From an optimization exercise on the open Yosys and OpenROAD flow, aimed at small area, a short achievable clock period and few clock cycles per item; shortcuts taken in it are not production practice.
At most, simulation tests tie the RTL to the original design; equivalence was not proved.
No functional check of the RTL was part of runs 2 to 4.

==> flow/design.v <==
module sht_sbox (input wire [7:0] a, output wire [7:0] y);
  wire U0=a[7],U1=a[6],U2=a[5],U3=a[4],U4=a[3],U5=a[2],U6=a[1],U7=a[0];
  wire T1=U0^U3, T2=U0^U5, T3=U0^U6, T4=U3^U5, T5=U4^U6, T6=T1^T5, T7=U1^U2;
  wire T8=U7^T6, T9=U7^T7, T10=T6^T7, T11=U1^U5, T12=U2^U5, T13=T3^T4, T14=T6^T11;
  wire T15=T5^T11, T16=T5^T12, T17=T9^T16, T18=U3^U7, T19=T7^T18, T20=T1^T19;
  wire T21=U6^U7, T22=T7^T21, T23=T2^T22, T24=T2^T10, T25=T20^T17, T26=T3^T16, T27=T1^T12;
  wire D=U7;
  wire M1=T13&T6, M2=T23&T8, M3=T14^M1, M4=T19&D, M5=M4^M1, M6=T3&T16, M7=T22&T9;
  wire M8=T26^M6, M9=T20&T17, M10=M9^M6, M11=T1&T15, M12=T4&T27, M13=M12^M11;
  wire M14=T2&T10, M15=M14^M11, M16=M3^M2, M17=M5^T24, M18=M8^M7, M19=M10^M15;
  wire M20=M16^M13, M21=M17^M15, M22=M18^M13, M23=M19^T25, M24=M22^M23, M25=M22&M20;
  wire M26=M21^M25, M27=M20^M21, M28=M23^M25, M29=M28&M27, M30=M26&M24, M31=M20&M23;
  wire M32=M27&M31, M33=M27^M25, M34=M21&M22, M35=M24&M34, M36=M24^M25, M37=M21^M29;
  wire M38=M32^M33, M39=M23^M30, M40=M35^M36, M41=M38^M40, M42=M37^M39, M43=M37^M38;
  wire M44=M39^M40, M45=M42^M41;
  wire M46=M44&T6, M47=M40&T8, M48=M39&D, M49=M43&T16, M50=M38&T9, M51=M37&T17;
  wire M52=M42&T15, M53=M45&T27, M54=M41&T10, M55=M44&T13, M56=M40&T23, M57=M39&T19;
  wire M58=M43&T3, M59=M38&T22, M60=M37&T20, M61=M42&T1, M62=M45&T4, M63=M41&T2;
  wire L0=M61^M62, L1=M50^M56, L2=M46^M48, L3=M47^M55, L4=M54^M58, L5=M49^M61;
  wire L6=M62^L5, L7=M46^L3, L8=M51^M59, L9=M52^M53, L10=M53^L4, L11=M60^L2;
  wire L12=M48^M51, L13=M50^L0, L14=M52^M61, L15=M55^L1, L16=M56^L0, L17=M57^L1;
  wire L18=M58^L8, L19=M63^L4, L20=L0^L1, L21=L1^L7, L22=L3^L12, L23=L18^L2;
  wire L24=L15^L9, L25=L6^L10, L26=L7^L9, L27=L8^L10, L28=L11^L14, L29=L11^L17;
  assign y[7]=L6^L24;
  assign y[6]=~(L16^L26);
  assign y[5]=~(L19^L28);
  assign y[4]=L6^L21;
  assign y[3]=L20^L22;
  assign y[2]=L25^L29;
  assign y[1]=~(L13^L27);
  assign y[0]=~(L6^L23);
endmodule
module sht_key_subword (
  input  wire [31:0] w3,
  output wire [31:0] sw
);
  sht_sbox u_s0 (.a(w3[23:16]), .y(sw[31:24]));
  sht_sbox u_s1 (.a(w3[15:8]),  .y(sw[23:16]));
  sht_sbox u_s2 (.a(w3[7:0]),   .y(sw[15:8]));
  sht_sbox u_s3 (.a(w3[31:24]), .y(sw[7:0]));
endmodule
module sht_key_expand (
  input  wire [127:0] rk_in,
  input  wire [31:0]  sw,       
  input  wire [7:0]   rcon,
  output wire [127:0] rk_out
);
  wire [31:0] w0 = rk_in[127:96];
  wire [31:0] w1 = rk_in[95:64];
  wire [31:0] w2 = rk_in[63:32];
  wire [31:0] w3 = rk_in[31:0];
  wire [31:0] t  = sw ^ {rcon, 24'h000000};
  wire [31:0] p0 = w0;
  wire [31:0] p1 = w0 ^ w1;
  wire [31:0] p2 = p1 ^ w2;
  wire [31:0] p3 = p1 ^ (w2 ^ w3);
  assign rk_out = {p0 ^ t, p1 ^ t, p2 ^ t, p3 ^ t};
endmodule
module sht_aes_sub (
  input  wire [127:0] s_in,
  output wire [127:0] sb
);
  genvar i;
  generate
    for (i = 0; i < 16; i = i + 1) begin : g_sub
      sht_sbox u_sbox (.a(s_in[127-8*i -: 8]), .y(sb[127-8*i -: 8]));
    end
  endgenerate
endmodule
module sht_aes_mix (
  input  wire [127:0] sb,
  output wire [127:0] sr,
  output wire [127:0] mc
);
  genvar i, c;
  generate
    for (i = 0; i < 16; i = i + 1) begin : g_shift
      assign sr[127-8*i -: 8] = sb[127-8*((i%4) + 4*(((i/4) + (i%4)) % 4)) -: 8];
    end
    for (c = 0; c < 4; c = c + 1) begin : g_mix
      wire [7:0] a0 = sr[127-32*c -: 8];
      wire [7:0] a1 = sr[119-32*c -: 8];
      wire [7:0] a2 = sr[111-32*c -: 8];
      wire [7:0] a3 = sr[103-32*c -: 8];
      wire [7:0] b0 = a0 ^ a1;
      wire [7:0] b1 = a1 ^ a2;
      wire [7:0] b2 = a2 ^ a3;
      wire [7:0] b3 = a3 ^ a0;
      wire [7:0] t  = b0 ^ b2;
      wire [7:0] d0 = {b0[6:0], 1'b0} ^ (b0[7] ? 8'h1b : 8'h00);
      wire [7:0] d1 = {b1[6:0], 1'b0} ^ (b1[7] ? 8'h1b : 8'h00);
      wire [7:0] d2 = {b2[6:0], 1'b0} ^ (b2[7] ? 8'h1b : 8'h00);
      wire [7:0] d3 = {b3[6:0], 1'b0} ^ (b3[7] ? 8'h1b : 8'h00);
      assign mc[127-32*c -: 8] = a0 ^ t ^ d0;
      assign mc[119-32*c -: 8] = a1 ^ t ^ d1;
      assign mc[111-32*c -: 8] = a2 ^ t ^ d2;
      assign mc[103-32*c -: 8] = a3 ^ t ^ d3;
    end
  endgenerate
endmodule
module sht_codegen (
  input  wire         clk,
  input  wire         rst,           
  input  wire [127:0] key,           
  input  wire         req_valid,
  output wire         req_ready,
  input  wire         req_fixed,     
  input  wire [31:0]  req_frame,     
  input  wire [31:0]  req_salt,      
  input  wire [5:0]   req_addr,      
  input  wire [23:0]  req_train,     
  input  wire [5:0]   req_pulses,    
  input  wire [4:0]   req_window,    
  output wire         off_valid,
  input  wire         off_ready,
  output wire [9:0]   off_data,      
  output wire         off_last,      
  output reg  [15:0]  keychk,
  output reg          keychk_valid
);
  reg         b_valid;
  reg  [93:0] base;          
  reg  [1:0]  b_lastblk;     
  reg  [2:0]  b_lastcnt;     
  reg  [4:0]  b_win;
  reg         b_fixed;
  reg  [1:0]  jblk;          
  reg  [1:0]   ini;          
  reg  [4:0]   c;            
  reg  [127:0] s;            
  reg  [127:0] x;            
  reg  [127:0] rk;           
  reg  [31:0]  w;            
  reg  [31:0]  wk;           
  reg          k1_q;         
  reg          go_q;         
  reg          adv_q;        
  reg          ld_q;         
  reg          rdy_q;        
  reg          chk_pending;  
  reg          ja_v, ja_chk, ja_last, ja_fixed;
  reg  [2:0]   ja_cnt;       
  reg  [4:0]   ja_win;
  reg          jb_v, jb_last, jb_fixed;
  reg  [2:0]   jb_cnt;
  reg  [4:0]   jb_win;
  reg  [127:0] oa, ob;
  reg  [3:0]   oa_rem, ob_rem;      
  reg  [2:0]   oa_slot, ob_slot;    
  reg          oa_last, ob_last;    
  reg  [4:0]   oa_win, ob_win;
  reg          oa_fixed, ob_fixed;
  reg          ev;
  reg  [20:0]  es, ec;       
  reg          ef, el;
  reg          ov;
  reg  [9:0]   od;
  reg          ol;
  wire [127:0] sb, sr, mc;
  wire [31:0]  sw;
  wire [127:0] rk_next;
  reg  [7:0]   rcon;
  sht_aes_sub     u_sub (.s_in(s), .sb(sb));
  sht_aes_mix     u_mix (.sb(x), .sr(sr), .mc(mc));
  sht_key_subword u_ksw (.w3(rk[31:0]), .sw(sw));
  sht_key_expand u_kex (
    .rk_in (k1_q ? key : rk),
    .sw    (k1_q ? wk : w),
    .rcon  (rcon),
    .rk_out(rk_next)
  );
  always @(*) begin
    case (c)
      5'd1:    rcon = 8'h01;
      5'd3:    rcon = 8'h02;
      5'd5:    rcon = 8'h04;
      5'd7:    rcon = 8'h08;
      5'd9:    rcon = 8'h10;
      5'd11:   rcon = 8'h20;
      5'd13:   rcon = 8'h40;
      5'd15:   rcon = 8'h80;
      5'd17:   rcon = 8'h1b;
      5'd19:   rcon = 8'h36;
      default: rcon = 8'h00;
    endcase
  end
  wire [127:0] s_round = mc ^ rk;    
  wire [127:0] s_final = sr ^ rk;    
  wire oa_empty = (oa_rem == 4'd0);
  wire ob_empty = (ob_rem == 4'd0);
  wire at_a     = (c == 5'd0);
  wire at_b     = (c == 5'd1);
  wire adv      = adv_q;
  wire ld_a     = at_a && adv;
  wire take     = b_valid && ((ld_a && !chk_pending) || at_b);
  wire ld_lastb = (jblk == b_lastblk);
  wire take_last = take && ld_lastb;
  wire b_load   = rdy_q;      
  assign req_ready = rdy_q;
  wire [5:0]   pulses_m1 = req_pulses - 6'd1;
  wire [1:0]   ini_d  = (ini != 2'd0) ? ini - 2'd1 : 2'd0;
  wire [4:0]   c_d    = !adv ? c : (c == 5'd19) ? 5'd0 : c + 5'd1;
  wire         go_d   = oa_empty && ob_empty;
  wire         chk_d  = chk_pending && !ld_a;
  wire         bv_d   = b_load ? req_valid : b_valid;
  wire [1:0]   jblk_d = take ? (ld_lastb ? 2'd0 : jblk + 2'd1) : jblk;
  wire [1:0]   lb_d   = b_load ? pulses_m1[4:3] : b_lastblk;
  wire         adv_d  = (ini_d == 2'd0 || ini_d == 2'd1) && (c_d != 5'd0 || go_d);
  wire         rdy_d  = !bv_d || ((jblk_d == lb_d) &&
                        ((c_d == 5'd0 && adv_d && !chk_d) || c_d == 5'd1));
  wire [127:0] pt = chk_pending ? 128'd0 : {base, 32'd0, jblk};
  wire         o_adv = !ov || off_ready;
  wire         e_adv = !ev || o_adv;
  wire         sel_a = !oa_empty;
  wire [15:0]  ra    = oa[16*oa_slot +: 16];
  wire [15:0]  rb    = ob[16*ob_slot +: 16];
  wire [15:0]  rsel  = sel_a ? ra : rb;
  wire [4:0]   wsel  = sel_a ? oa_win : ob_win;
  wire [20:0]  pp0   = wsel[0] ? {5'd0, rsel}        : 21'd0;
  wire [20:0]  pp1   = wsel[1] ? {4'd0, rsel, 1'b0}  : 21'd0;
  wire [20:0]  pp2   = wsel[2] ? {3'd0, rsel, 2'b0}  : 21'd0;
  wire [20:0]  pp3   = wsel[3] ? {2'd0, rsel, 3'b0}  : 21'd0;
  wire [20:0]  pp4   = wsel[4] ? {1'd0, rsel, 4'b0}  : 21'd0;
  wire [20:0]  s1    = pp0 ^ pp1 ^ pp2;
  wire [20:0]  c1    = {(pp0[19:0] & pp1[19:0]) | (pp0[19:0] & pp2[19:0]) | (pp1[19:0] & pp2[19:0]), 1'b0};
  wire [20:0]  s2    = s1 ^ c1 ^ pp3;
  wire [20:0]  c2    = {(s1[19:0] & c1[19:0]) | (s1[19:0] & pp3[19:0]) | (c1[19:0] & pp3[19:0]), 1'b0};
  wire [20:0]  s3    = s2 ^ c2 ^ pp4;
  wire [20:0]  c3    = {(s2[19:0] & c2[19:0]) | (s2[19:0] & pp4[19:0]) | (c2[19:0] & pp4[19:0]), 1'b0};
  wire [20:0]  prod  = es + ec;
  always @(posedge clk) begin
    if (rst) begin
      b_valid      <= 1'b0;
      jblk         <= 2'd0;
      ini          <= 2'd2;
      c            <= 5'd0;
      go_q         <= 1'b0;
      adv_q        <= 1'b0;
      ld_q         <= 1'b0;
      k1_q         <= 1'b0;
      rdy_q        <= 1'b1;
      chk_pending  <= 1'b1;
      ja_v         <= 1'b0;
      jb_v         <= 1'b0;
      keychk_valid <= 1'b0;
      oa_rem       <= 4'd0;
      ob_rem       <= 4'd0;
      ev           <= 1'b0;
      ov           <= 1'b0;
    end else begin
      ini   <= ini_d;
      go_q  <= go_d;
      adv_q <= adv_d;
      ld_q  <= (c_d == 5'd0) || (c_d == 5'd1);
      k1_q  <= (c_d == 5'd1);
      rdy_q <= rdy_d;
      if (b_load) begin
        b_valid   <= req_valid;
        base      <= {req_frame, req_salt, req_addr, req_train};
        b_lastblk <= pulses_m1[4:3];
        b_lastcnt <= pulses_m1[2:0];
        b_win     <= req_window;
        b_fixed   <= req_fixed;
      end
      if (take)
        jblk <= ld_lastb ? 2'd0 : jblk + 2'd1;
      if (ini == 2'd2)
        rk <= key;
      if (ini == 2'd1)
        wk <= sw;
      c <= c_d;
      if (adv) begin
        x <= sb;
        if (ld_q)
          s <= pt ^ key;
        else
          s <= s_round;
        if (c[0])
          rk <= rk_next;
        else if (c != 5'd0)
          w <= sw;
      end
      if (ld_a) begin
        if (ja_v && ja_chk) begin
          keychk       <= s_final[15:0];
          keychk_valid <= 1'b1;
        end
        if (ja_v && !ja_chk) begin
          oa       <= s_final;
          oa_rem   <= {1'b0, ja_cnt} + 4'd1;
          oa_slot  <= 3'd0;
          oa_last  <= ja_last;
          oa_win   <= ja_win;
          oa_fixed <= ja_fixed;
        end
        ja_v     <= chk_pending || b_valid;
        ja_chk   <= chk_pending;
        ja_last  <= ld_lastb;
        ja_cnt   <= ld_lastb ? b_lastcnt : 3'd7;
        ja_win   <= b_win;
        ja_fixed <= b_fixed;
        chk_pending <= 1'b0;
      end
      if (at_b) begin
        if (jb_v) begin
          ob       <= s_final;
          ob_rem   <= {1'b0, jb_cnt} + 4'd1;
          ob_slot  <= 3'd0;
          ob_last  <= jb_last;
          ob_win   <= jb_win;
          ob_fixed <= jb_fixed;
        end
        jb_v     <= b_valid;
        jb_last  <= ld_lastb;
        jb_cnt   <= ld_lastb ? b_lastcnt : 3'd7;
        jb_win   <= b_win;
        jb_fixed <= b_fixed;
      end
      if (o_adv) begin
        ov <= ev;
        od <= ef ? 10'd0 : prod[20:11];
        ol <= el;
      end
      if (e_adv) begin
        ev <= !oa_empty || !ob_empty;
        if (sel_a) begin
          es      <= s3;
          ec      <= c3;
          ef      <= oa_fixed;
          el      <= oa_last && (oa_rem == 4'd1);
          oa_slot <= oa_slot + 3'd1;
          oa_rem  <= oa_rem - 4'd1;
        end else begin
          es      <= s3;
          ec      <= c3;
          ef      <= ob_fixed;
          el      <= ob_last && (ob_rem == 4'd1);
          if (!ob_empty) begin
            ob_slot <= ob_slot + 3'd1;
            ob_rem  <= ob_rem - 4'd1;
          end
        end
      end
    end
  end
  assign off_valid = ov;
  assign off_data  = od;
  assign off_last  = ol;
endmodule
==> flow/flow/run.sh <==
#!/bin/bash
# Own layout flow: the standard flow (standard.sh), except that the
# synthesis maps the combinational logic with an area-oriented ABC script
# (flow/abc.script) that keeps the XOR gates of the AES datapath as XOR
# cells. Registers are mapped before ABC runs, so they are the standard
# synthesis's. Each step's output goes to a log file in this folder.
set -euo pipefail
W=$(pwd)
export FLOW_ABC_SCRIPT="$W/flow/abc.script"
export FLOW_REF_SYNTH="$W/synth_recipe.tcl"
bash standard.sh SYNTH_SCRIPT="$W/flow/synth_abc.tcl" synth > "$W/synth.log" 2>&1
bash standard.sh SETUP_SLACK_MARGIN=7 finish > "$W/layout.log" 2>&1
==> flow/flow/abc.script <==
strash
&get -n
&dch -f
&nf
&put
==> flow/flow/synth_abc.tcl <==
# The standard flow's synthesis script (synth_recipe.tcl), with ABC's mapping script
# replaced by flow/abc.script. Everything else, flip-flop mapping included,
# is unchanged.
proc abc {args} {
  set i [lsearch -exact $args -script]
  if { $i >= 0 } {
    lset args [expr { $i + 1 }] $::env(FLOW_ABC_SCRIPT)
  }
  yosys abc {*}$args
}
source $::env(FLOW_REF_SYNTH)
==> flow/standard.sh <==
#!/bin/bash
# synth_recipe.tcl (not shown) runs the flow's synth.tcl, then flattens the netlist and writes it again
# the make line also repeats each setting of config.mk as NAME=value (left out here)
make -C /OpenROAD-flow-scripts/flow DESIGN_CONFIG=/design/flow/config.mk WORK_HOME=/design/flow/orfs CLKGATE_MAP_FILE= SYNTH_SCRIPT=/design/flow/synth_recipe.tcl "${@:-finish}"
==> flow/config.mk <==
export PLATFORM = sky130hd
export DESIGN_NAME = sht_codegen
export DESIGN_NICKNAME = sht_codegen
export VERILOG_FILES = /design/flow/design.v
export SDC_FILE = /design/flow/constraint.sdc
export NUM_CORES = 4
export LEC_CHECK = 0
export ABC_AREA = 1
export CAP_MARGIN = 20
export CELL_PAD_IN_SITES_DETAIL_PLACEMENT = 2
export CELL_PAD_IN_SITES_GLOBAL_PLACEMENT = 2
export CORE_MARGIN = 2
export CORE_UTILIZATION = 30
export PLACE_DENSITY = 0.5
export SETUP_SLACK_MARGIN = 5
export SLEW_MARGIN = 20
==> flow/constraint.sdc <==
create_clock -name core_clock -period 12.0 [get_ports {clk}]
set_input_delay 2.4000 -clock core_clock [delete_from_list [all_inputs] [get_ports {clk}]]
set_output_delay 2.4000 -clock core_clock [all_outputs]
set_load 0.01 [all_outputs]
==> results of run 1 <==
## repair_timing
action | in CTS | in global routing
hold endpoints to repair | 0 | 0
gates resized for setup | 89 | 125
buffers inserted | 19 | 26
setup endpoints to repair | 117 | 111
pin swaps | 1 | 4
## sequential cells by signal, summed over array words and instances, names as in the netlist, 32 cells and up
| register | count |
|---|---|
| x | 128 |
| wk | 32 |
| oa | 128 |
| rk | 128 |
| ob | 128 |
| base | 94 |
| w | 32 |
| s | 128 |
## layer usage
metal / vias to the layer above / part of all wire (%) / global-route usage [%]
met5: - / 0.0047 / 0
met4: 2 / 2.4 / 5.66
met3: 231 / 3.3 / 2.51
met2: 787 / 49 / 41.1
met1: 23900 / 46 / 32.6
li1: 21100 / - / -
## final cells by class
type / instances / area, µm²
multi-input combinational: 4812 / 40300
timing repair buffer: 395 / 3740
antenna: 5 / 12.5
inverter: 70 / 268
clock inverter: 82 / 729
tap: 2975 / 3720
fill: 23300 / 142000
clock buffer: 153 / 3420
sequential: 947 / 28100
## kinds of logic after synthesis
family | count (synthesis)
buffers and inverters | 70
AOI/OAI and AO/OA | 650
DFF | 947
xor gates and xnor gates | 2512
muxes | 311
and+or+nand+nor | 1227
adders and majority gates | 112
## worst reg2reg max path, delay by kind of cell (launching register included)
kind            cells  cell delay [ps]
fa+ha+maj           1              220
xor+xnor            9             3170
compound gates      2              490
flops               1              510
simple gates        1              160
## cells in the final DEF, fill, tap and decap left out, types with 15 or more instances in the layout
cell	count
clkdlybuf4s50_1	265
a211oi_1	31
clkbuf_16	134
mux4_2	64
a21oi_1	163
xnor3_1	112
edfxtp_1	911
clkbuf_1	19
and2_0	19
nor3_1	15
nand2_1	617
o22ai_1	16
xor2_1	774
nor2_1	319
ha_1	68
a22oi_1	52
buf_4	120
mux2i_1	228
xnor2_4	20
dfxtp_1	33
fa_1	44
o21a_1	26
xnor2_2	100
o21ai_0	262
o211ai_1	16
clkinv_1	90
clkinv_2	25
xnor2_1	1441
xor2_2	48
nor2b_1	75
nand2b_1	126
## path summary, 6_finish.rpt
| check | cells past startpoint | slack [ps] | start | end |
|---|---|---|---|---|
| max | 13 | 7190 | s[105] | x[105] |
| min | 0 | 420 | jb_fixed | ob_fixed |
| max reg2reg | 13 | 7190 | s[105] | x[105] |
| min reg2reg | 0 | 420 | jb_fixed | ob_fixed |
## through the flow
step	utilization (%)	instances	hold WS, ps	worst slack (ps)
CTS	35.6	9407	421	7000
finish	36.2	9439	419	7190
floorplan	-	5829	400	3750
global placement	33.4	9152	403	6220
detailed placement	33.4	9153	408	6210
global route	36.2	9435	422	6890
==> results.yml, run 1 <==
status:
  status: "timing/DRC/antenna clean"
clock_tree:
  clk_path_buf_depth: 3
  cts-root-buf: "clkbuf_16"
  numCtsBuffers: 131
  postCtsHoldBufs: 0
  htreeDepth: 4
  clkTransAtPathRegs_ps: 60
  insertion_delay_ps: 790
  cts_num_sinks: 947
  cts_tree: "yes"
sta:
  rsz0062_at_grt: "true"
  hold_violations: 0
  slew_headroom_pct: 18.4
  final.setup.tns_ps: 0
  final_max_slew_viol_count: 0
  setup_viol: 0
  min_period_over_period_pct: 40.1
  period_needed_ps: 4810
  worst_pin_slew_ps: 1220
  fin_skew_ps: 31.7
  fmax_ghz: 0.208
drt:
  drtIter0Drc: 2618
  vias_per_cell: 4.87
  vias: 46000
  drtAntennaViolNets: 0
  routed_wl_mm: 276
  dr.pass1.iters: 5
  wl_per_cell_um: 29.2
  drc: 0
global_routing:
  grt_pass1_wl_mm: 381
  grt_pass1_vias: 49100
  grt_max_degree: 140
  gr-total-overflow: 0
  grt_usage_pct: 24.0
  antenna_found_initial: 24
floorplanning:
  dieArea_mm2: 0.226
  die_y_um: 476
  start_util_pct: 30.1
  die_x_um: 476
  num_rows: 173
  ios: 268
  core_area_mm2: 0.222
synth:
  synth_fa_ha_area_share_pct: 2.59
  yosysTopAreaCellShare_pct: 40.9
  synth_edf_count: 911
  yosys_warnings: 1
  synth_compound_area_share_pct: 5.70
  syn_nets: 6179
  yosysTopAreaCell: "edfxtp_1"
  syn_area_per_cell_um2: 11.5
  ys.flop_type: "edfxtp_1"
  synth_top_family_by_area: "XOR/XNOR gates"
  synth_common_cells: "xnor2_1, edfxtp_1, xor2_1"
  synthArstFlopShare_pct: 0
  synth_xor_area_share_pct: 35.5
  synth-seq-cells: 947
  synth_area_mm2: 0.0668
  synthDistinctLibCells: 53
  synthCells: 5829
  synth_most_common_cell: "xnor2_1"
  synthTopCellsByArea: "edfxtp_1, xnor2_1, xor2_1, xnor3_1, mux2i_1"
  synthMuxAreaShare_pct: 5.87
  yosysSeqAreaShare_pct: 42.0
  synthSimpleGateAreaFrac_pct: 7.93
final_layout:
  area_growth_pct: 20.1
  drive_above_1_share_pct: 9.38
  design_area_mm2: 0.0802
  fin_nets: 6707
setup_path:
  crit_buf_inv: 0
  cp_cell_sequence: "xnor2_2 > xnor2_2 > xnor2_1 > ha_1 > xor2_1 > xnor3_1 > a21oi_1 > o21ai_0 > xnor2_1 > nand2_1 > xnor2_2 > xnor2_1 > xnor3_1"
  cp-start-kind: "flop"
  setup.worst_path.end_class: "flop"
  cp_top_family: "XOR/XNOR gates"
  critPathMaxFanout: 6
  worstSetupPathType: "reg2reg"
  crit_required_ps: 12510
  slowest_stage: "xnor3_1"
  worstPathArrival_ps: 5320
  slowest_delay_ps: 570
flow_run:
  drv_cap: 0
place:
  place.gp.congestion: 0.850
  io_buffers: 266
  placedInstanceArea_mm2: 0.0741
  dp_hpwl_mm: 216
min_path:
  hp-class: "reg2reg"
Testbench counts, summed over its fixed seeds: cycles 37,626, items 25,639.
==> run 2: changes to the inputs <==
--- a/flow/design.v
+++ b/flow/design.v
@@ -1,2 +1,2 @@
-module sht_sbox (input wire [7:0] a, output wire [7:0] y);
+module sht_sbox_hi (input wire [7:0] a, output wire [21:0] m);
   wire U0=a[7],U1=a[6],U2=a[5],U3=a[4],U4=a[3],U5=a[2],U6=a[1],U7=a[0];
@@ -13,3 +13,12 @@
   wire M32=M27&M31, M33=M27^M25, M34=M21&M22, M35=M24&M34, M36=M24^M25, M37=M21^M29;
-  wire M38=M32^M33, M39=M23^M30, M40=M35^M36, M41=M38^M40, M42=M37^M39, M43=M37^M38;
+  wire M38=M32^M33, M39=M23^M30, M40=M35^M36;
+  assign m = {M37, M38, M39, M40, T1, T2, T3, T4, T6, T8, T9, T10, T13, T15, T16, T17,
+              T19, T20, T22, T23, T27, D};
+endmodule
+module sht_sbox_lo (input wire [21:0] m, output wire [7:0] y);
+  wire M37, M38, M39, M40, T1, T2, T3, T4, T6, T8, T9, T10, T13, T15, T16, T17;
+  wire T19, T20, T22, T23, T27, D;
+  assign {M37, M38, M39, M40, T1, T2, T3, T4, T6, T8, T9, T10, T13, T15, T16, T17,
+          T19, T20, T22, T23, T27, D} = m;
+  wire M41=M38^M40, M42=M37^M39, M43=M37^M38;
   wire M44=M39^M40, M45=M42^M41;
@@ -34,8 +43,8 @@
   input  wire [31:0] w3,
-  output wire [31:0] sw
+  output wire [87:0] swm
 );
-  sht_sbox u_s0 (.a(w3[23:16]), .y(sw[31:24]));
-  sht_sbox u_s1 (.a(w3[15:8]),  .y(sw[23:16]));
-  sht_sbox u_s2 (.a(w3[7:0]),   .y(sw[15:8]));
-  sht_sbox u_s3 (.a(w3[31:24]), .y(sw[7:0]));
+  sht_sbox_hi u_s0 (.a(w3[23:16]), .m(swm[87:66]));
+  sht_sbox_hi u_s1 (.a(w3[15:8]),  .m(swm[65:44]));
+  sht_sbox_hi u_s2 (.a(w3[7:0]),   .m(swm[43:22]));
+  sht_sbox_hi u_s3 (.a(w3[31:24]), .m(swm[21:0]));
 endmodule
@@ -43,3 +52,3 @@
   input  wire [127:0] rk_in,
-  input  wire [31:0]  sw,       
+  input  wire [87:0]  swm,      
   input  wire [7:0]   rcon,
@@ -47,2 +56,7 @@
 );
+  wire [31:0] sw;                
+  sht_sbox_lo u_s0 (.m(swm[87:66]), .y(sw[31:24]));
+  sht_sbox_lo u_s1 (.m(swm[65:44]), .y(sw[23:16]));
+  sht_sbox_lo u_s2 (.m(swm[43:22]), .y(sw[15:8]));
+  sht_sbox_lo u_s3 (.m(swm[21:0]),  .y(sw[7:0]));
   wire [31:0] w0 = rk_in[127:96];
@@ -60,3 +74,3 @@
   input  wire [127:0] s_in,
-  output wire [127:0] sb
+  output wire [351:0] sm
 );
@@ -65,3 +79,3 @@
     for (i = 0; i < 16; i = i + 1) begin : g_sub
-      sht_sbox u_sbox (.a(s_in[127-8*i -: 8]), .y(sb[127-8*i -: 8]));
+      sht_sbox_hi u_sbox (.a(s_in[127-8*i -: 8]), .m(sm[351-22*i -: 22]));
     end
@@ -70,3 +84,3 @@
 module sht_aes_mix (
-  input  wire [127:0] sb,
+  input  wire [351:0] sm,
   output wire [127:0] sr,
@@ -74,4 +88,8 @@
 );
+  wire [127:0] sb;    
   genvar i, c;
   generate
+    for (i = 0; i < 16; i = i + 1) begin : g_sub
+      sht_sbox_lo u_sbox (.m(sm[351-22*i -: 22]), .y(sb[127-8*i -: 8]));
+    end
     for (i = 0; i < 16; i = i + 1) begin : g_shift
@@ -130,7 +148,6 @@
   reg  [127:0] s;            
-  reg  [127:0] x;            
+  reg  [351:0] x;            
   reg  [127:0] rk;           
-  reg  [31:0]  w;            
-  reg  [31:0]  wk;           
-  reg          k1_q;         
+  reg  [87:0]  w;            
+  reg  [127:0] rk1;          
   reg          go_q;         
@@ -158,18 +175,13 @@
   reg          ol;
-  wire [127:0] sb, sr, mc;
-  wire [31:0]  sw;
+  wire [351:0] sm;
+  wire [127:0] sr, mc;
+  wire [87:0]  swm;
   wire [127:0] rk_next;
   reg  [7:0]   rcon;
-  sht_aes_sub     u_sub (.s_in(s), .sb(sb));
-  sht_aes_mix     u_mix (.sb(x), .sr(sr), .mc(mc));
-  sht_key_subword u_ksw (.w3(rk[31:0]), .sw(sw));
-  sht_key_expand u_kex (
-    .rk_in (k1_q ? key : rk),
-    .sw    (k1_q ? wk : w),
-    .rcon  (rcon),
-    .rk_out(rk_next)
-  );
+  sht_aes_sub     u_sub (.s_in(s), .sm(sm));
+  sht_aes_mix     u_mix (.sm(x), .sr(sr), .mc(mc));
+  sht_key_subword u_ksw (.w3(rk[31:0]), .swm(swm));
+  sht_key_expand u_kex (.rk_in(rk), .swm(w), .rcon(rcon), .rk_out(rk_next));
   always @(*) begin
     case (c)
-      5'd1:    rcon = 8'h01;
       5'd3:    rcon = 8'h02;
@@ -183,3 +195,3 @@
       5'd19:   rcon = 8'h36;
-      default: rcon = 8'h00;
+      default: rcon = 8'h01;     
     endcase
@@ -234,3 +246,3 @@
       jblk         <= 2'd0;
-      ini          <= 2'd2;
+      ini          <= 2'd3;
       c            <= 5'd0;
@@ -239,3 +251,2 @@
       ld_q         <= 1'b0;
-      k1_q         <= 1'b0;
       rdy_q        <= 1'b1;
@@ -254,3 +265,2 @@
       ld_q  <= (c_d == 5'd0) || (c_d == 5'd1);
-      k1_q  <= (c_d == 5'd1);
       rdy_q <= rdy_d;
@@ -266,9 +276,11 @@
         jblk <= ld_lastb ? 2'd0 : jblk + 2'd1;
+      if (ini == 2'd3)
+        rk  <= key;
       if (ini == 2'd2)
-        rk <= key;
+        w   <= swm;
       if (ini == 2'd1)
-        wk <= sw;
+        rk1 <= rk_next;
       c <= c_d;
       if (adv) begin
-        x <= sb;
+        x <= sm;
         if (ld_q)
@@ -277,6 +289,8 @@
           s <= s_round;
-        if (c[0])
+        if (at_b)
+          rk <= rk1;
+        else if (c[0])
           rk <= rk_next;
         else if (c != 5'd0)
-          w <= sw;
+          w <= swm;
       end
--- a/flow/flow/run.sh
+++ b/flow/flow/run.sh
@@ -11,2 +11,2 @@
 bash standard.sh SYNTH_SCRIPT="$W/flow/synth_abc.tcl" synth > "$W/synth.log" 2>&1
-bash standard.sh SETUP_SLACK_MARGIN=7 finish > "$W/layout.log" 2>&1
+bash standard.sh finish > "$W/layout.log" 2>&1
==> run 2 against run 1 <==
Against the previous run:
- global-route usage grew 0.14 points
- clock skew down 2.1 ps
- via count is 17% higher
- count of clock-buffer cells in the layout rose by 71
- cell count rose by 15%
- wire length grew 23%
- area after synthesis rose by 22%
- highest routed layer unchanged
- still clean
- synthesized cell count grew 12%
- cell area up 19%
- maximum frequency shrank 7.0%
==> results.yml, run 2 <==
setup_path:
  crit-reg2reg-launch: "x[307]"
  slowest_stage: "o21ai_0"
  worstSetupPathType: "reg2reg"
  setup.worst_path.end_class: "flop"
  cp-start-kind: "flop"
  cp_cell_sequence: "xor2_1 > xor2_1 > nand2_1 > xnor2_1 > xnor3_1 > xnor2_1 > xor2_1 > xnor2_1 > o21ai_0"
  crit_required_ps: 12490
  slowest_delay_ps: 950
  reg2reg_to: "s[43]"
  ff2ff_path_depth: 9
  worstPathArrival_ps: 5660
  r2r_slack_ps: 6830
  critPathMaxFanout: 5
status:
  status: "timing/DRC/antenna clean"
place:
  placed_cells: 10500
  io_buffers: 266
  place.gp.congestion: 0.851
  placedInstanceArea_mm2: 0.0899
  dp_hpwl_mm: 263
sta:
  final_max_slew_viol_count: 0
  rsz0062_at_grt: "false"
  holdWs_ps: 420
  min_period_over_period_pct: 43.1
  worst_pin_slew_ps: 1290
  setup_viol: 0
  slew_headroom_pct: 13.4
  period_needed_ps: 5170
  hold_violations: 0
  final.setup.tns_ps: 0
  fmax_ghz: 0.193
  fin_skew_ps: 29.6
final_layout:
  area_growth_pct: 17.4
  final_cells: 10900
  largest_reg_flops: 352
  design_area_mm2: 0.0955
  num-fill-cells: 27900
  layout_common_cells: "xnor2_1, edfxtp_1, nand2_1"
  fin_nets: 7485
  final_common_cell: "xnor2_1"
  seqCellArea_mm2: 0.0394
  regMostFlops: "x"
  multiInputGateArea_mm2: 0.0416
  drive_above_1_share_pct: 6.87
  fin_util_pct: 35.4
floorplanning:
  num_rows: 191
  ios: 268
  core_area_mm2: 0.270
  die_y_um: 525
  dieArea_mm2: 0.275
  start_util_pct: 30.1
  die_x_um: 525
synth:
  synthTopCellsByArea: "edfxtp_1, xnor2_1, xor2_1, xnor3_1, nand2_1"
  yosysTopAreaCellShare_pct: 47.5
  synth_most_common_cell: "xnor2_1"
  syn_area_per_cell_um2: 12.4
  synth-seq-cells: 1322
  synthArstFlopShare_pct: 0
  yosysSeqAreaShare_pct: 48.4
  yosysTopAreaCell: "edfxtp_1"
  synth_common_cells: "xnor2_1, edfxtp_1, nand2_1"
  synth_edf_count: 1287
  synthCells: 6547
  syn_nets: 6897
  synthDistinctLibCells: 57
  ys.flop_type: "edfxtp_1"
  yosys_warnings: 1
  synth_area_mm2: 0.0814
clock_tree:
  cts_tree: "yes"
  clk_path_buf_depth: 4
  cts_setup_buffers: 0
  ctsResizeCount: 0
  postCtsHoldBufs: 0
  numCtsBuffers: 177
  htreeDepth: 4
  cts-root-buf: "clkbuf_16"
  clkTransAtPathRegs_ps: 60
  cts_num_sinks: 1322
  insertion_delay_ps: 860
drt:
  dr.pass1.iters: 7
  drc: 0
  vias: 53600
  wl_per_cell_um: 31.1
  drtAntennaViolNets: 0
  drtIter0Drc: 4132
  routed_wl_mm: 338
  vias_per_cell: 4.94
global_routing:
  grt_pass1_vias: 57700
  antenna_found_initial: 33
  grt_max_degree: 155
  gr-total-overflow: 0
  grt_pass1_wl_mm: 467
  grt_usage_pct: 24.2
flow_run:
  drv_cap: 0
min_path:
  holdPathStages: 0
  min-delay-start: "ja_win[2]"
  hp-class: "reg2reg"
  hold_path_end: "oa_win[2]"
==> run 2: critical path: cells and delay by family (launching register included) <==
kind                      cells  cell delay, ps
AOI/OAI and AO/OA             1             950
xor gates and xnor gates      7            3170
DFF                           1             510
and+or+nand+nor               1             130
==> run 2: through the flow <==
| stage | setup WS (ps) |
|---|---|
| 2_1_floorplan | 2110 |
| 3_3_place_gp | 6680 |
| 3_5_place_dp | 6670 |
| 4_1_cts | 6920 |
| 5_1_grt | 6820 |
| 6_report | 6830 |
==> run 2: worst max-delay path by stage <==
stage	startpoint	end	slack, ps	cells past startpoint
after floorplan	rst	s[0]	2110	1
after global placement	rst	x[84]	6680	5
after detailed placement	rst	x[87]	6670	5
after CTS	oa_slot[0]	es[6]	6920	11
after global routing	x[307]	s[43]	6820	9
final	x[307]	s[43]	6830	9
==> run 2: cells by family after synthesis <==
group,Yosys count,share of synthesized area (%)
XOR/XNOR,2423,31.1
AND/OR/NAND/NOR,1506,7.82
flip-flops,1322,48.4
AO/OA/AOI/OAI,784,5.83
multiplexers,234,3.99
buffers and inverters,166,0.766
adder cells (fa/ha/maj),112,2.13
==> run 2: metal layers <==
metal	track usage (%)	up-vias	wire, µm
met5	0	-	253
met3	2.60	308	14100
li1	-	24100	-
met2	39.4	1167	157000
met1	34.0	28100	157000
met4	6.38	2	9210
==> run 2: layout make-up <==
cell class                      count  area share, %
Antenna cell                       13         0.0340
Clock buffer                      224           5.02
Clock inverter                     94          0.835
Inverter                          166          0.672
Multi-Input combinational cell   5059           43.6
Sequential cell                  1322           41.2
Tap cell                         3570           4.67
Timing Repair Buffer              409           3.98
==> run 3: changes to the inputs <==
--- a/flow/design.v
+++ b/flow/design.v
@@ -1,2 +1,2 @@
-module sht_sbox_hi (input wire [7:0] a, output wire [21:0] m);
+module sht_sbox_hi (input wire [7:0] a, output wire [17:0] m);
   wire U0=a[7],U1=a[6],U2=a[5],U3=a[4],U4=a[3],U5=a[2],U6=a[1],U7=a[0];
@@ -13,12 +13,3 @@
   wire M32=M27&M31, M33=M27^M25, M34=M21&M22, M35=M24&M34, M36=M24^M25, M37=M21^M29;
-  wire M38=M32^M33, M39=M23^M30, M40=M35^M36;
-  assign m = {M37, M38, M39, M40, T1, T2, T3, T4, T6, T8, T9, T10, T13, T15, T16, T17,
-              T19, T20, T22, T23, T27, D};
-endmodule
-module sht_sbox_lo (input wire [21:0] m, output wire [7:0] y);
-  wire M37, M38, M39, M40, T1, T2, T3, T4, T6, T8, T9, T10, T13, T15, T16, T17;
-  wire T19, T20, T22, T23, T27, D;
-  assign {M37, M38, M39, M40, T1, T2, T3, T4, T6, T8, T9, T10, T13, T15, T16, T17,
-          T19, T20, T22, T23, T27, D} = m;
-  wire M41=M38^M40, M42=M37^M39, M43=M37^M38;
+  wire M38=M32^M33, M39=M23^M30, M40=M35^M36, M41=M38^M40, M42=M37^M39, M43=M37^M38;
   wire M44=M39^M40, M45=M42^M41;
@@ -27,2 +18,7 @@
   wire M58=M43&T3, M59=M38&T22, M60=M37&T20, M61=M42&T1, M62=M45&T4, M63=M41&T2;
+  assign m = {M46, M47, M48, M49, M50, M51, M52, M53, M54, M55, M56, M57, M58, M59, M60, M61, M62, M63};
+endmodule
+module sht_sbox_lo (input wire [17:0] m, output wire [7:0] y);
+  wire M46, M47, M48, M49, M50, M51, M52, M53, M54, M55, M56, M57, M58, M59, M60, M61, M62, M63;
+  assign {M46, M47, M48, M49, M50, M51, M52, M53, M54, M55, M56, M57, M58, M59, M60, M61, M62, M63} = m;
   wire L0=M61^M62, L1=M50^M56, L2=M46^M48, L3=M47^M55, L4=M54^M58, L5=M49^M61;
@@ -43,8 +39,8 @@
   input  wire [31:0] w3,
-  output wire [87:0] swm
+  output wire [71:0] swm
 );
-  sht_sbox_hi u_s0 (.a(w3[23:16]), .m(swm[87:66]));
-  sht_sbox_hi u_s1 (.a(w3[15:8]),  .m(swm[65:44]));
-  sht_sbox_hi u_s2 (.a(w3[7:0]),   .m(swm[43:22]));
-  sht_sbox_hi u_s3 (.a(w3[31:24]), .m(swm[21:0]));
+  sht_sbox_hi u_s0 (.a(w3[23:16]), .m(swm[71:54]));
+  sht_sbox_hi u_s1 (.a(w3[15:8]),  .m(swm[53:36]));
+  sht_sbox_hi u_s2 (.a(w3[7:0]),   .m(swm[35:18]));
+  sht_sbox_hi u_s3 (.a(w3[31:24]), .m(swm[17:0]));
 endmodule
@@ -52,3 +48,3 @@
   input  wire [127:0] rk_in,
-  input  wire [87:0]  swm,      
+  input  wire [71:0]  swm,      
   input  wire [7:0]   rcon,
@@ -57,6 +53,6 @@
   wire [31:0] sw;                
-  sht_sbox_lo u_s0 (.m(swm[87:66]), .y(sw[31:24]));
-  sht_sbox_lo u_s1 (.m(swm[65:44]), .y(sw[23:16]));
-  sht_sbox_lo u_s2 (.m(swm[43:22]), .y(sw[15:8]));
-  sht_sbox_lo u_s3 (.m(swm[21:0]),  .y(sw[7:0]));
+  sht_sbox_lo u_s0 (.m(swm[71:54]), .y(sw[31:24]));
+  sht_sbox_lo u_s1 (.m(swm[53:36]), .y(sw[23:16]));
+  sht_sbox_lo u_s2 (.m(swm[35:18]), .y(sw[15:8]));
+  sht_sbox_lo u_s3 (.m(swm[17:0]),  .y(sw[7:0]));
   wire [31:0] w0 = rk_in[127:96];
@@ -74,3 +70,3 @@
   input  wire [127:0] s_in,
-  output wire [351:0] sm
+  output wire [287:0] sm
 );
@@ -79,3 +75,3 @@
     for (i = 0; i < 16; i = i + 1) begin : g_sub
-      sht_sbox_hi u_sbox (.a(s_in[127-8*i -: 8]), .m(sm[351-22*i -: 22]));
+      sht_sbox_hi u_sbox (.a(s_in[127-8*i -: 8]), .m(sm[287-18*i -: 18]));
     end
@@ -84,3 +80,3 @@
 module sht_aes_mix (
-  input  wire [351:0] sm,
+  input  wire [287:0] sm,
   output wire [127:0] sr,
@@ -92,3 +88,3 @@
     for (i = 0; i < 16; i = i + 1) begin : g_sub
-      sht_sbox_lo u_sbox (.m(sm[351-22*i -: 22]), .y(sb[127-8*i -: 8]));
+      sht_sbox_lo u_sbox (.m(sm[287-18*i -: 18]), .y(sb[127-8*i -: 8]));
     end
@@ -148,5 +144,5 @@
   reg  [127:0] s;            
-  reg  [351:0] x;            
+  reg  [287:0] x;            
   reg  [127:0] rk;           
-  reg  [87:0]  w;            
+  reg  [71:0]  w;            
   reg  [127:0] rk1;          
@@ -175,5 +171,5 @@
   reg          ol;
-  wire [351:0] sm;
+  wire [287:0] sm;
   wire [127:0] sr, mc;
-  wire [87:0]  swm;
+  wire [71:0]  swm;
   wire [127:0] rk_next;
==> run 3 against run 2 <==
Against the previous run:
- worst hold slack lost 2.4 ps
- core utilization is 0.32 points higher
- cell count shrank 3.4%
- critical path type unchanged
- non-clock buffer count increased by 18
- still clean on timing, DRC and antenna
- synthesized cell count decreased by 2.1%
- maximum frequency grew 1.2%
==> results.yml, run 3 <==
status:
  status: "timing/DRC/antenna clean"
floorplanning:
  core_area_mm2: 0.252
  start_util_pct: 30.2
  ios: 268
  dieArea_mm2: 0.257
  die_y_um: 507
  die_x_um: 507
  num_rows: 184
sta:
  slew_headroom_pct: 12.5
  period_needed_ps: 5110
  final.setup.tns_ps: 0
  setup_viol: 0
  rsz0062_at_grt: "false"
  hold_violations: 0
  worst_pin_slew_ps: 1300
  fin_skew_ps: 33.7
  min_period_over_period_pct: 42.6
  fmax_ghz: 0.196
  final_max_slew_viol_count: 0
drt:
  drtAntennaViolNets: 0
  drtIter0Drc: 3175
  wl_per_cell_um: 29.6
  vias_per_cell: 4.88
  routed_wl_mm: 310
  drc: 0
  dr.pass1.iters: 5
  vias: 51100
clock_tree:
  insertion_delay_ps: 820
  clkTransAtPathRegs_ps: 60
  clk_path_buf_depth: 3
  htreeDepth: 4
  cts_setup_buffers: 0
  ctsResizeCount: 0
  cts-root-buf: "clkbuf_16"
  postCtsHoldBufs: 0
  cts_tree: "yes"
  numCtsBuffers: 162
  cts_num_sinks: 1242
synth:
  synthArstFlopShare_pct: 0
  yosys_warnings: 1
  synth_area_mm2: 0.0760
  synthTopCellsByArea: "edfxtp_1, xnor2_1, xor2_1, nor2_1, nand2_1"
  synth_edf_count: 1207
  syn_area_per_cell_um2: 11.9
  ys.flop_type: "edfxtp_1"
  synth_most_common_cell: "xnor2_1"
  syn_nets: 6757
  yosysTopAreaCell: "edfxtp_1"
  yosysSeqAreaShare_pct: 48.6
  synthDistinctLibCells: 48
  synth-seq-cells: 1242
  synthCells: 6407
  yosysTopAreaCellShare_pct: 47.7
  synth_common_cells: "xnor2_1, edfxtp_1, nor2_1"
setup_path:
  worstPathArrival_ps: 5640
  ff2ff_path_depth: 9
  worstSetupPathType: "reg2reg"
  setup.worst_path.end_class: "flop"
  cp-start-kind: "flop"
  crit-reg2reg-launch: "oa_slot[0]"
  crit_required_ps: 12530
  critPathMaxFanout: 30
  r2r_slack_ps: 6890
  reg2reg_to: "es[4]"
place:
  dp_hpwl_mm: 243
  place.gp.congestion: 0.832
  io_buffers: 266
min_path:
  hold_path_end: "oa_win[2]"
  min-delay-start: "ja_win[2]"
  hp-class: "reg2reg"
  holdPathStages: 0
final_layout:
  num-fill-cells: 26300
  area_growth_pct: 18.1
  drive_above_1_share_pct: 7.32
  largest_reg_flops: 288
  final_common_cell: "xnor2_1"
  layout_common_cells: "xnor2_1, edfxtp_1, nor2_1"
  fin_nets: 7348
  fin_util_pct: 35.7
  regMostFlops: "x"
global_routing:
  gr-total-overflow: 0
  grt_usage_pct: 23.8
  grt_max_degree: 138
  grt_pass1_wl_mm: 433
  grt_pass1_vias: 55200
  antenna_found_initial: 24
flow_run:
  drv_cap: 0
## run 3: cell families (layout without fill, tap and decap cells)
logic type / count (synthesis) / in the layout / share of synthesized area (%)
XOR/XNOR: 2499 / 2499 / 30.3
AND/OR/NAND/NOR: 1457 / 1457 / 8.00
flip-flops: 1242 / 1242 / 48.6
AO/OA/AOI/OAI: 709 / 709 / 5.56
multiplexers: 260 / 260 / 4.66
buffers and inverters: 128 / 854 / 0.632
adder cells (fa/ha/maj): 112 / 112 / 2.28
other: 0 / 8 / 0
## run 3: routing by layer
layer | routed length, µm | track usage [%]
met4 | 8450 | 6.17
met1 | 142000 | 32.1
met5 | 0 | 0
met2 | 151000 | 40.7
met3 | 9540 | 2.47
## run 3: per-stage QoR
stage	setup WS, ps	instances	cell area, µm²	hold WS (ps)
after floorplan	3060	6407	76000	400
after global placement	6600	10200	84400	401
after detailed placement	6530	10200	84500	406
after CTS	6820	10500	89700	420
after global routing	6690	10500	89800	423
final	6890	10500	89800	417
## run 3: worst max-delay path: stages, from the launching register on
cell and delay [ps]:
edfxtp_1 710, buf_4 770, mux4_2 690, mux2i_1 160, nand2_1 70, o21ai_1 600
nor2_1 180, fa_1 560, fa_1 520, fa_1 480
## run 3: worst max-delay path by stage
stage | from | endpoint | slack [ps] | cells past startpoint
final | oa_slot[0] | es[4] | 6890 | 9
after global routing | oa_slot[0] | es[4] | 6690 | 9
after CTS | oa_slot[0] | es[4] | 6820 | 9
after detailed placement | rst | x[137] | 6530 | 5
after global placement | rst | s[63] | 6600 | 5
after floorplan | rst | s[0] | 3060 | 1
## run 3: final cells by class
class                           instances  area (µm²)  area share, %
Inverter                              128         494          0.551
Tap cell                             3348        4190           4.67
Sequential cell                      1242       37000           41.2
Clock buffer                          190        4190           4.67
Antenna cell                            8        20.0         0.0223
Multi-Input combinational cell       5037       38900           43.3
Timing Repair Buffer                  427        3960           4.41
Clock inverter                        109        1040           1.16
==> run 4: changes to the inputs <==
--- a/flow/flow/run.sh
+++ b/flow/flow/run.sh
@@ -11,2 +11,2 @@
 bash standard.sh SYNTH_SCRIPT="$W/flow/synth_abc.tcl" synth > "$W/synth.log" 2>&1
-bash standard.sh finish > "$W/layout.log" 2>&1
+bash standard.sh SETUP_SLACK_MARGIN=7 finish > "$W/layout.log" 2>&1
==> run 4 against run 3 <==
Against the previous run:
- still clean
- maximum frequency up 5.6%
- sequential share of layout area hardly changed
- critical path depth rose by 2
- register-to-register slack improved by 270 ps
- core utilization about the same
- global-route usage increased by 0.075 points
- area after synthesis unchanged
==> results.yml, run 4 <==
setup_path:
  cp_cell_sequence: "xor2_1 > xnor2_1 > xnor2_1 > xnor2_1 > xnor2_1 > xnor2_1 > buf_4 > xnor2_1 > xnor2_1 > o21ai_0 > a31oi_1"
  crit-reg2reg-launch: "w[38]"
  timing.critical_path.mode_cell: "xnor2_1"
  ff2ff_path_depth: 11
  cp-start-kind: "flop"
  worstPathArrival_ps: 5370
  r2r_slack_ps: 7160
  crit_required_ps: 12530
  reg2reg_to: "rk[18]"
  critPathMaxFanout: 4
  setup.worst_path.end_class: "flop"
  slowest_delay_ps: 910
  slowest_stage: "xnor2_1"
  worstSetupPathType: "reg2reg"
final_layout:
  seqCellArea_mm2: 0.0370
  drive_above_1_share_pct: 7.44
  regMostFlops: "x"
  design_area_mm2: 0.0898
  final_common_cell: "xnor2_1"
  final_cells: 10500
  layout_common_cells: "xnor2_1, edfxtp_1, nor2_1"
  num-fill-cells: 26300
  multiInputGateArea_mm2: 0.0389
  fin_nets: 7350
  area_growth_pct: 18.2
  largest_reg_flops: 288
clock_tree:
  postCtsHoldBufs: 0
  clk_path_buf_depth: 3
  numCtsBuffers: 163
  htreeDepth: 4
  cts_num_sinks: 1242
  cts-root-buf: "clkbuf_16"
  insertion_delay_ps: 830
  cts_tree: "yes"
  clkTransAtPathRegs_ps: 60
drt:
  drtAntennaViolNets: 0
  drtIter0Drc: 3444
  drc: 0
  vias: 51200
  vias_per_cell: 4.88
  dr.pass1.iters: 5
  routed_wl_mm: 310
  wl_per_cell_um: 29.6
sta:
  final_max_slew_viol_count: 0
  rsz0062_at_grt: "false"
  min_period_over_period_pct: 40.3
  setup_viol: 0
  slew_headroom_pct: 10.1
  final.setup.tns_ps: 0
  hold_violations: 0
  fin_skew_ps: 34.3
  period_needed_ps: 4840
  worst_pin_slew_ps: 1330
  fmax_ghz: 0.207
floorplanning:
  die_y_um: 507
  die_x_um: 507
  num_rows: 184
  dieArea_mm2: 0.257
  start_util_pct: 30.2
  core_area_mm2: 0.252
  ios: 268
place:
  placedInstanceArea_mm2: 0.0844
  io_buffers: 266
  place.gp.congestion: 0.841
  dp_hpwl_mm: 242
  placed_cells: 10200
status:
  status: "timing/DRC/antenna clean"
min_path:
  min-delay-start: "jb_win[2]"
  hp-class: "reg2reg"
  holdPathStages: 0
  hold_path_end: "ob_win[2]"
synth:
  synth_common_cells: "xnor2_1, edfxtp_1, nor2_1"
  synthDistinctLibCells: 48
  synth_most_common_cell: "xnor2_1"
  synth_edf_count: 1207
  synthArstFlopShare_pct: 0
  yosysTopAreaCellShare_pct: 47.7
  syn_nets: 6757
  synth-seq-cells: 1242
  ys.flop_type: "edfxtp_1"
  yosys_warnings: 1
  yosysTopAreaCell: "edfxtp_1"
  synth_area_mm2: 0.0760
  syn_area_per_cell_um2: 11.9
  synthCells: 6407
  synthTopCellsByArea: "edfxtp_1, xnor2_1, xor2_1, nor2_1, nand2_1"
  yosysSeqAreaShare_pct: 48.6
global_routing:
  antenna_found_initial: 26
  grt_max_degree: 146
  gr-total-overflow: 0
  grt_pass1_vias: 55000
  grt_usage_pct: 23.9
  grt_pass1_wl_mm: 435
flow_run:
  drv_cap: 0
-- run 4: cell count changes in the layout (fill, tap and decap cells not counted), moves of 3 or more --
cell	delta
bufinv_16	-4
clkinv_1	+3
clkinvlp_4	+3
inv_16	+4
inv_6	-5
o21ai_0	-5
o21ai_1	-3
o21ai_2	+8
xnor2_1	+6
xnor2_2	-6
-- run 4: critical path, delay by kind of cell, from the launching register on --
family	cells	cell delay, ps
xor+xnor	8	3520
flops	1	450
compound gates	2	310
buf+inv	1	240
-- run 4: repair_timing --
action                                  4_1_cts  5_1_grt
setup buffers                                 0        4
resized for setup                            11        1
pin swaps                                     0        0
endpoints found under the setup margin       27        8
cloned                                        0        0
-- run 4: how the worst max path moves through the flow --
stage                     from      to  slack [ps]
detailed placement         rst  rk[35]        6310
global placement           rst  rk[35]        6270
floorplan                  rst    s[0]        3060
global route               rst   s[60]        7020
CTS                 ob_slot[0]   es[8]        7050
finish                   w[38]  rk[18]        7160
-- run 4: cell families after synthesis --
| family | share of synthesized area [%] |
|---|---|
| XOR/XNOR | 30.3 |
| AND/OR/NAND/NOR | 8.00 |
| flip-flops | 48.6 |
| AO/OA/AOI/OAI | 5.56 |
| multiplexers | 4.66 |
| buffers and inverters | 0.632 |
| adder cells (fa/ha/maj) | 2.28 |
-- run 4: layout make-up --
type,count,area share (%)
inverter,128,0.550
timing repair buffer,428,4.42
clock buffer,190,4.69
antenna,8,0.0223
clock inverter,113,1.18
sequential,1242,41.1
tap,3348,4.66
multi-input combinational,5037,43.3
-- run 4: per-layer routing --
metal	vias to the layer above	track usage [%]	share of wire [%]
met3	295	2.24	2.9
met2	897	41.1	49
met1	26700	32.4	46
li1	23400	-	-
met4	2	5.58	2.4
met5	-	0	0.0042
-- run 4: metrics by stage --
step | utilization [%] | worst slack [ps] | hold WS, ps
finish | 35.7 | 7160 | 419
global route | 35.7 | 7020 | 425
global placement | 33.5 | 6270 | 400
floorplan | - | 3060 | 400
CTS | 35.7 | 7050 | 421
detailed placement | 33.6 | 6310 | 407
==> run 5: changes to the inputs <==
--- a/flow/design.v
+++ b/flow/design.v
@@ -46,9 +46,6 @@
 endmodule
-module sht_key_expand (
-  input  wire [127:0] rk_in,
-  input  wire [71:0]  swm,      
-  input  wire [7:0]   rcon,
-  output wire [127:0] rk_out
+module sht_key_lo (
+  input  wire [71:0] swm,
+  output wire [31:0] sw
 );
-  wire [31:0] sw;                
   sht_sbox_lo u_s0 (.m(swm[71:54]), .y(sw[31:24]));
@@ -57,2 +54,9 @@
   sht_sbox_lo u_s3 (.m(swm[17:0]),  .y(sw[7:0]));
+endmodule
+module sht_key_expand (
+  input  wire [127:0] rk_in,
+  input  wire [31:0]  sw,       
+  input  wire [7:0]   rcon,
+  output wire [127:0] rk_out
+);
   wire [31:0] w0 = rk_in[127:96];
@@ -147,3 +151,4 @@
   reg  [71:0]  w;            
-  reg  [127:0] rk1;          
+  reg  [31:0]  wk;           
+  reg          k1_q;         
   reg          go_q;         
@@ -179,5 +184,13 @@
   sht_key_subword u_ksw (.w3(rk[31:0]), .swm(swm));
-  sht_key_expand u_kex (.rk_in(rk), .swm(w), .rcon(rcon), .rk_out(rk_next));
+  wire [31:0] sw;
+  sht_key_lo     u_klo (.swm(w), .sw(sw));
+  sht_key_expand u_kex (
+    .rk_in (k1_q ? key : rk),
+    .sw    (k1_q ? wk : sw),
+    .rcon  (rcon),
+    .rk_out(rk_next)
+  );
   always @(*) begin
     case (c)
+      5'd1:    rcon = 8'h01;
       5'd3:    rcon = 8'h02;
@@ -191,3 +204,3 @@
       5'd19:   rcon = 8'h36;
-      default: rcon = 8'h01;     
+      default: rcon = 8'h00;
     endcase
@@ -247,2 +260,3 @@
       ld_q         <= 1'b0;
+      k1_q         <= 1'b0;
       rdy_q        <= 1'b1;
@@ -261,2 +275,3 @@
       ld_q  <= (c_d == 5'd0) || (c_d == 5'd1);
+      k1_q  <= (c_d == 5'd1);
       rdy_q <= rdy_d;
@@ -277,3 +292,3 @@
       if (ini == 2'd1)
-        rk1 <= rk_next;
+        wk  <= sw;
       c <= c_d;
@@ -285,5 +300,3 @@
           s <= s_round;
-        if (at_b)
-          rk <= rk1;
-        else if (c[0])
+        if (c[0])
           rk <= rk_next;
--- a/flow/flow/run.sh
+++ b/flow/flow/run.sh
@@ -11,2 +11,2 @@
 bash standard.sh SYNTH_SCRIPT="$W/flow/synth_abc.tcl" synth > "$W/synth.log" 2>&1
-bash standard.sh SETUP_SLACK_MARGIN=7 finish > "$W/layout.log" 2>&1
+bash standard.sh SETUP_SLACK_MARGIN=7.5 finish > "$W/layout.log" 2>&1
==> run 5 against run 4 <==
Against the previous run:
- clock skew fell by 10 ps
- largest cell class unchanged
- cell area shrank 4.3%
- first-iteration DRC count shrank 14%
==> results.yml, run 5 <==
status:
  status: "timing/DRC/antenna clean"
sta:
  fmax_ghz: 0.221
  holdWs_ps: 418
  period_needed_ps: 4530
  slew_headroom_pct: 11.0
  final_max_slew_viol_count: 0
  min_period_over_period_pct: 37.7
  final.setup.tns_ps: 0
  worst_pin_slew_ps: 1300
  setup_viol: 0
  hold_violations: 0
  setup_slack_ps: 7470
  rsz0062_at_grt: "false"
  fin_skew_ps: 24.2
setup_path:
  timing.critical_path.mode_cell: "xor2_1"
  ff2ff_path_depth: 8
  cp-start-kind: "primary input"
  cp.depth: 7
  crit_buf_inv: 1
  crit-reg2reg-launch: "x[151]"
  reg2reg_to: "s[36]"
  r2r_slack_ps: 7590
  crit_required_ps: 12520
  cp_cell_sequence: "clkdlybuf4s50_1 > mux2i_2 > xnor2_1 > xnor2_2 > xor2_1 > xor2_1 > a22oi_1"
  setup.worst_path.end_class: "flop"
  cp_top_family: "XOR/XNOR gates"
  critPathMaxFanout: 3
  slowest_stage: "clkdlybuf4s50_1"
  worstPathArrival_ps: 5050
  worstSetupPathType: "in2reg"
  slowest_delay_ps: 650
final_layout:
  largest_reg_flops: 288
  drive_above_1_share_pct: 8.06
  regMostFlops: "x"
  layout_common_cells: "xnor2_1, edfxtp_1, xor2_1"
  multiInputGateArea_mm2: 0.0387
  final_common_cell: "xnor2_1"
  seqCellArea_mm2: 0.0341
  num-fill-cells: 25100
  fin_nets: 7073
  area_growth_pct: 18.8
clock_tree:
  cts_num_sinks: 1147
  cts-root-buf: "clkbuf_16"
  numCtsBuffers: 153
  htreeDepth: 4
  cts_tree: "yes"
  insertion_delay_ps: 820
  clk_path_buf_depth: 3
  clkTransAtPathRegs_ps: 60
  postCtsHoldBufs: 0
synth:
  yosysTopAreaCell: "edfxtp_1"
  yosysTopAreaCellShare_pct: 46.1
  synthArstFlopShare_pct: 0
  synth_common_cells: "xnor2_1, edfxtp_1, xor2_1"
  synthCells: 6155
  synthTopCellsByArea: "edfxtp_1, xnor2_1, xor2_1, nand2_1, nor2_1"
  synth_most_common_cell: "xnor2_1"
  synth_area_mm2: 0.0724
  yosys_warnings: 1
  ys.flop_type: "edfxtp_1"
  synth-seq-cells: 1147
  syn_nets: 6505
  syn_area_per_cell_um2: 11.8
  yosysSeqAreaShare_pct: 47.1
  synth_edf_count: 1111
  synthDistinctLibCells: 49
floorplanning:
  start_util_pct: 30.1
  num_rows: 180
  core_area_mm2: 0.240
  die_x_um: 495
  ios: 268
  die_y_um: 495
  dieArea_mm2: 0.245
drt:
  wl_per_cell_um: 29.1
  routed_wl_mm: 292
  vias_per_cell: 4.87
  drc: 0
  drtIter0Drc: 2971
  dr.pass1.iters: 7
  drtAntennaViolNets: 0
  vias: 48900
min_path:
  hp-class: "reg2reg"
  min-delay-start: "ja_last"
  hold_path_end: "oa_last"
  holdPathStages: 0
place:
  place.gp.congestion: 0.819
  dp_slack_ps: 6250
  dp_hpwl_mm: 230
  io_buffers: 266
global_routing:
  grt_pass1_vias: 52500
  gr-total-overflow: 0
  antenna_found_initial: 19
  grt_usage_pct: 23.6
  grt_max_degree: 152
  grt_pass1_wl_mm: 409
flow_run:
  drv_cap: 0
-- run 5: cell count changes in the layout (fill, tap and decap cells not counted), moves of 29 or more --
cell      delta
xnor2_2     +40
nand2_1     +29
mux2i_1    +102
xor2_1      +31
o211ai_1    -56
nor2_1     -182
clkinv_1    -41
a21oi_1     +80
xnor2_1    -110
nor2b_1     +46
a31oi_1     -38
mux2_1      -82
edfxtp_1    -96
-- run 5: area by class of cell --
| type | count | area share [%] |
|---|---|---|
| repair buffers | 413 | 4.46 |
| clock buffers | 181 | 4.67 |
| diodes | 4 | 0.0116 |
| well taps | 3185 | 4.64 |
| clock inverters | 100 | 1.10 |
| multi-input cells | 4918 | 45.0 |
| flip-flops and latches | 1147 | 39.7 |
| inverters | 90 | 0.408 |
-- run 5: metal layers --
metal	GRT usage (%)	up-vias	wire length, µm
met1	32.9	25500	136000
met5	0	-	0
li1	-	22400	-
met3	2.13	241	9000
met2	39.4	783	140000
met4	5.61	0	6740
-- run 5: cells by family after synthesis --
group / Yosys count / share of synthesized area, %
buffers and inverters: 90 / 0.467
and+or+nand+nor: 1369 / 8.17
AOI/OAI and AO/OA: 683 / 5.40
muxes: 281 / 5.04
DFF: 1147 / 47.1
xor gates and xnor gates: 2473 / 31.4
adders and majority gates: 112 / 2.39
-- run 5: worst reg2reg max path, cell delays in order (launching register included) --
cell	delay (ps)
edfxtp_1	450
xor2_1	540
xnor2_1	160
xnor2_1	160
xnor2_1	820
xor2_1	630
xnor2_1	280
xnor2_1	620
o21ai_0	380
-- run 5: how the worst max path moves through the flow --
| stage | to | start | slack (ps) |
|---|---|---|---|
| floorplan | s[0] | rst | 3070 |
| global placement | rk[24] | key[120] | 6220 |
| detailed placement | rk[24] | key[120] | 6250 |
| CTS | s[76] | x[20] | 7460 |
| global route | x[82] | s[39] | 7500 |
| finish | rk[24] | key[120] | 7470 |
-- run 5: repair_timing --
item,4_1_cts,5_1_grt
resized for setup,26,50
setup endpoints to repair,115,72
pin swaps,0,0
setup buffers,1,0
-- run 5: metrics by stage --
step           cells  util (%)  instance area [µm²]
3_5_place_dp    9752      33.5                80400
5_1_grt        10000      35.8                85900
6_report       10000      35.8                85900
2_1_floorplan   6155         -                72400
3_3_place_gp    9750      33.5                80400
4_1_cts        10000      35.6                85600
Testbench counts of run 5, summed over its fixed seeds: cycles 37,634, items 25,639.

-- afterwards: timing with drivers on the ports --
The flow's constraints put no driver on any port. The routed layouts listed below were extracted and timed again, unchanged, in two steps. Step 1: set_driving_cell puts a clkbuf_16 on clk and a buf_2 on each other input, an assumption about the parent block. Step 2 also shifts input and output timing later by t, the mid clock arrival at the registers, as if the neighbouring blocks saw the same clock. Slacks: ideal ports / drivers / drivers and shift; pairs: ideal ports / drivers.
| run | shift t [ns] | setup slack, ns | hold WS [ns] | worst slew at a driven data input, ns |
|---|---|---|---|---|
| run 1 | 0.864 | 7.190 / 7.190 / 6.469 | 0.419 / 0.419 / 0.419 | 0.06 |
| run 2 | 0.936 | 6.829 / 6.829 / 6.575 | 0.420 / 0.420 / 0.420 | 0.05 |
| run 3 | 0.895 | 6.892 / 6.892 / 6.554 | 0.417 / 0.417 / 0.417 | 0.06 |
| run 4 | 0.909 | 7.162 / 7.162 / 6.340 | 0.419 / 0.419 / 0.419 | 0.07 |
| run 5 | 0.901 | 7.471 / 7.535 / 6.635 | 0.418 / 0.418 / 0.418 | 0.15 |
After both steps setup and hold are still met in every run listed. The setup slack of run 5, which loses most, moves by +0.064 ns with the drivers and by -0.836 ns with both steps.
